From an optimization exercise on the open Yosys and OpenROAD flow, aimed at small area, a short achievable clock period and few clock cycles per item; shortcuts taken in it are not production practice.
Only simulation tests tie the RTL to the original design; equivalence was not proved.

== main ==
// limiter
module limiter (
    input  wire        clk,
    input  wire        rst,
    input  wire [5:0]  la,         
    input  wire        in_valid,
    output wire        in_ready,
    input  wire [31:0] x,          
    input  wire [30:0] thr,        
    input  wire [30:0] k,          
    output wire        out_valid,
    input  wire        out_ready,
    output wire [31:0] y,          
    output wire [28:0] gr          
);
Size in the first run: ~16000 cells after synthesis, about 2500 flip-flops, ~190000 um^2 of cells after synthesis.
==> flow/config.mk <==
export PLATFORM = sky130hd
export DESIGN_NAME = limiter
export DESIGN_NICKNAME = limiter
export VERILOG_FILES = /design/flow/design.v
export SDC_FILE = /design/flow/constraint.sdc
export NUM_CORES = 4
export LEC_CHECK = 0
export CAP_MARGIN = 20
export CORE_MARGIN = 2
export CORE_UTILIZATION = 40
export CTS_BUF_LIST = sky130_fd_sc_hd__clkbuf_4 sky130_fd_sc_hd__clkbuf_8
export PLACE_DENSITY_LB_ADDON = 0.1
export SETUP_SLACK_MARGIN = 4.25
export SLEW_MARGIN = 20
==> flow/constraint.sdc <==
create_clock -name core_clock -period 13.0 [get_ports {clk}]
set_input_delay 2.6000 -clock core_clock [delete_from_list [all_inputs] [get_ports {clk}]]
set_output_delay 2.6000 -clock core_clock [all_outputs]
set_load 0.01 [all_outputs]
run.sh (not shown) runs the stock make flow with config.mk's settings and CLKGATE_MAP_FILE= SYNTH_SCRIPT=/design/flow/synth_recipe.tcl, a recipe that flattens the netlist after the stock synthesis.
main finished all stages; the layout is clean.
Testbench counts of main, summed over its fixed seeds: cycles 12,836, items 12,000.
Here is what was changed in the inputs of the feature branch compared with main.
- SETUP_SLACK_MARGIN now 4.0, was 4.25
- PLACE_DENSITY_LB_ADDON no longer set, was 0.1
Results
The feature branch reports a lower post-route cell area than main does.
The global-route wire length before repair in main is 1.07 times that in the feature branch.
Relative to main, initial antenna violation count has decreased by 3 in the feature branch.
in2reg as the worst setup path category was reported by main, and reg2reg by the feature branch.
The global routing usage on met2 number comes out lower for the feature branch vs main.

---

Another version of the RTL of limiter (not shown whole).
For scale: roughly 17000 cells after synthesis, roughly 2500 flip-flops, ~170 I/O pins, roughly 190000 µm² of cells after synthesis.
clock: 13.0 ns
lec_check: 0
cap_margin: 20
core_margin: 2
core_utilization: 40
slew_margin: 20
Testbench counts at the start, summed over its fixed seeds: cycles 12,836, items 12,000.
Next try:
- SETUP_SLACK_MARGIN: default -> 1.5
The new run ran to the end with no violations.
Worst setup slack improves by 0.88 ns.
Non-clock buffer count is higher by 13.
Synthesized area is unchanged.
Core utilization stays flat.
Maximum frequency is higher by 8.1%.

---

run A:
limiter, a different RTL version from the one above (not shown whole).
Size in the first run: roughly 17000 cells after synthesis, ~170 I/O pins, about 0.19 mm2 of cells after synthesis.
clock: 13.0 ns
lec_check: 0
cap_margin: 20
core_margin: 2
core_utilization: 40
setup_slack_margin: 4.5
slew_margin: 20
Testbench counts of run A, summed over its fixed seeds: cycles 12,836, items 12,000.
## Diff of input files: run B against run A
- SETUP_SLACK_MARGIN changed from 4.5 to 4.0
- CORE_UTILIZATION changed from 40 to 55
Results
No stage failed in run B, and the final checks on the layout all came back clean. Taking run A as the reference, in run B number of design-rule violations left by the first detailed-router iteration now sits at about the same level, layout-stage area growth over the synthesis result now sits lower, critical path data arrival time now sits higher, portion of the clock cycle consumed by the worst path in the final layout now sits higher, worst hold slack across all endpoints now sits lower. Across both runs, area of the die was lower for run B than for run A. Final cell area: run B below run A. The worst setup slack after placement of run B exceeds that of run A by 0.21 ns.
#### Input delta (run C over run B)
- CORE_UTILIZATION changed from 55 to 40
- Going from run B to run C, the endpoint required time on the critical path was found to have gone up by 0.02 ns.
- Looking at run C and run B, the final standard cell area without fillers is a wash.
- Relative to run B, post-route clock period utilization has decreased by 0.39 points in run C.
- Delay of the slowest cell on the worst path of run C is on par with run B.
- Run B → run C: synthesized cell count barely changed; worst hold slack climbed 0.0044 ns.
- Worst-case setup margin in the final layout: run C and run B compared, lower one is run B
- Run C vs run B on total via count in the routed design: run C is the lower one.
Inputs modified between run C and run D:
- setting CTS_BUF_LIST to sky130_fd_sc_hd__clkbuf_4 sky130_fd_sc_hd__clkbuf_8 for the first time
## What came out
NOTE: number of gates on the worst path with buffers counted in run D exceeds that of run C
The run with more routed wire is run D, not run C.
Initial antenna violation count for run D is lower than for run C.
Looking at run C and run D, the utilization after layout is a wash.
Against run C, detailed-route via count in run D rose slightly.
Summary of run D over run C: global routing usage on met3 neither gained nor lost much, clock-buffer cell count now sits higher.
Looking at data arrival at the endpoint of the critical path across run C and run D, the one that comes out lower is run C.

---

limiter, a different RTL version from the one above (not shown whole).
Size: roughly 2500 flip-flops, ~170 I/O pins, ~210000 µm² of cells after synthesis.
clock: 13.0 ns
lec_check: 0
cap_margin: 20
core_margin: 2
core_utilization: 40
slew_margin: 20
Testbench counts at the start, summed over its fixed seeds: cycles 12,486, items 12,000.
Next try:
Settings changed: CORE_UTILIZATION 40 to 60.
What happened: Via count is higher by 0.54%. Worst setup slack gains 16 ps. Non-clock buffer count is higher by 25. Final cell count is lower by 8.4%.

---

Another version of the RTL of limiter (not shown whole).
For scale: ~2500 flip-flops, about 170 I/O pins, about 190000 um2 of cells after synthesis.
// limiter
module limiter (
    input  wire        clk,
    input  wire        rst,
    input  wire [5:0]  la,         
    input  wire        in_valid,
    output wire        in_ready,
    input  wire [31:0] x,          
    input  wire [30:0] thr,        
    input  wire [30:0] k,          
    output wire        out_valid,
    input  wire        out_ready,
    output wire [31:0] y,          
    output wire [28:0] gr          
);
clock: 13.0 ns
lec_check: 0
cap_margin: 20
core_margin: 2
core_utilization: 40
setup_slack_margin: 2.5
slew_margin: 20
The baseline finished with timing, DRC and antenna clean.
Testbench counts at the start, summed over its fixed seeds: cycles 12,836, items 12,000.
Then changed:
SETUP_SLACK_MARGIN = 5.0   (was 2.5)
=> Sequential cell count does not change. Die area stays the same.
Then changed:
SETUP_SLACK_MARGIN = 4.0   (was 5.0)
The changed run passed the timing, design-rule and antenna checks.
Maximum frequency hardly moves.
Flip-flop and latch count does not change.
Synthesized area is unchanged.
Setup slack is about the same.
Global-route usage decreases by 1.3 points.
Register-to-register slack stays flat.
Final area decreases by a few percent.

---

RTL: one of the versions met above, not the one the previous note started from.
For scale: roughly 16000 cells after synthesis, ~2500 flip-flops.
clock: 13.0 ns
lec_check: 0
cap_margin: 20
core_margin: 2
core_utilization: 40
cts_buf_list: sky130_fd_sc_hd__clkbuf_4 sky130_fd_sc_hd__clkbuf_8
setup_slack_margin: 3.5
slew_margin: 20
The first run completed with no timing, DRC or antenna violations.
Testbench counts at the start, summed over its fixed seeds: cycles 12,836, items 12,000.
Then changed:
Settings changed: CTS_BUF_LIST sky130_fd_sc_hd__clkbuf_4 sky130_fd_sc_hd__clkbuf_8 to sky130_fd_sc_hd__clkbuf_2 sky130_fd_sc_hd__clkbuf_4, SETUP_SLACK_MARGIN 3.5 to 4.0.
Global-route usage is higher by 0.26 points; cell area goes up by 0.98%; via count goes up by 2.1%; setup slack gains 0.41 ns; worst hold slack loses 0.046 ns; wire length increases by 1.8%; synthesized area is unchanged; register-to-register slack improved by 0.41 ns; non-clock buffer count climbs by 95.

## port drivers added, routing unchanged
In the flow no input, the clock included, has a driving cell. The finished layouts below were timed again as built, in two steps. Step 1 assumes that a clkbuf_16 drives the clock port and a buf_2 every other input. Step 2 also shifts input and output timing later by t, the mid clock arrival at the registers, as if the neighbouring blocks saw the same clock. Slacks: ideal ports / drivers / drivers and shift; pairs: ideal ports / drivers.
run | t (ns) | setup WS [ns] | latest minus earliest clock arrival (ns) | slew at the worst register clock pin (ns)
main | 1.218 | 4.503 / 4.426 / 3.376 | 0.172 / 0.172 | 0.08 / 0.08
the feature branch | 1.189 | 4.248 / 4.248 / 3.492 | 0.221 / 0.222 | 0.09 / 0.09
the first run of note 2 | 0.996 | 1.268 / 1.268 / 1.268 | 0.088 / 0.088 | 0.07 / 0.07
the second run of note 2 | 1.001 | 2.145 / 2.145 / 2.145 | 0.130 / 0.130 | 0.08 / 0.08
run A | 1.004 | 4.206 / 4.206 / 3.946 | 0.123 / 0.124 | 0.08 / 0.08
run B | 1.014 | 3.982 / 3.982 / 3.549 | 0.109 / 0.109 | 0.09 / 0.09
run C | 1.028 | 4.032 / 4.032 / 3.521 | 0.099 / 0.099 | 0.07 / 0.07
run D | 1.210 | 4.149 / 4.149 / 3.558 | 0.231 / 0.231 | 0.08 / 0.08
the first run of note 4 | 1.043 | 0.698 / 0.698 / 0.698 | 0.104 / 0.103 | 0.07 / 0.07
the second run of note 4 | 1.011 | 0.715 / 0.715 / 0.715 | 0.087 / 0.086 | 0.07 / 0.07
the first run of note 5 | 1.020 | 2.816 / 2.816 / 2.816 | 0.117 / 0.116 | 0.07 / 0.07
the second run of note 5 | 1.036 | 4.179 / 4.179 / 4.179 | 0.107 / 0.108 | 0.07 / 0.07
the third run of note 5 | 1.022 | 4.177 / 4.177 / 3.620 | 0.112 / 0.113 | 0.07 / 0.07
the first run of note 6 | 1.192 | 3.827 / 3.827 / 3.547 | 0.216 / 0.215 | 0.09 / 0.09
the second run of note 6 | 1.602 | 4.234 / 4.234 / 3.521 | 0.280 / 0.280 | 0.08 / 0.08
After both steps setup and hold are still met in every run listed. For main, which loses most, drivers alone change the setup slack by -0.077 ns; drivers and shift together by -1.127 ns.
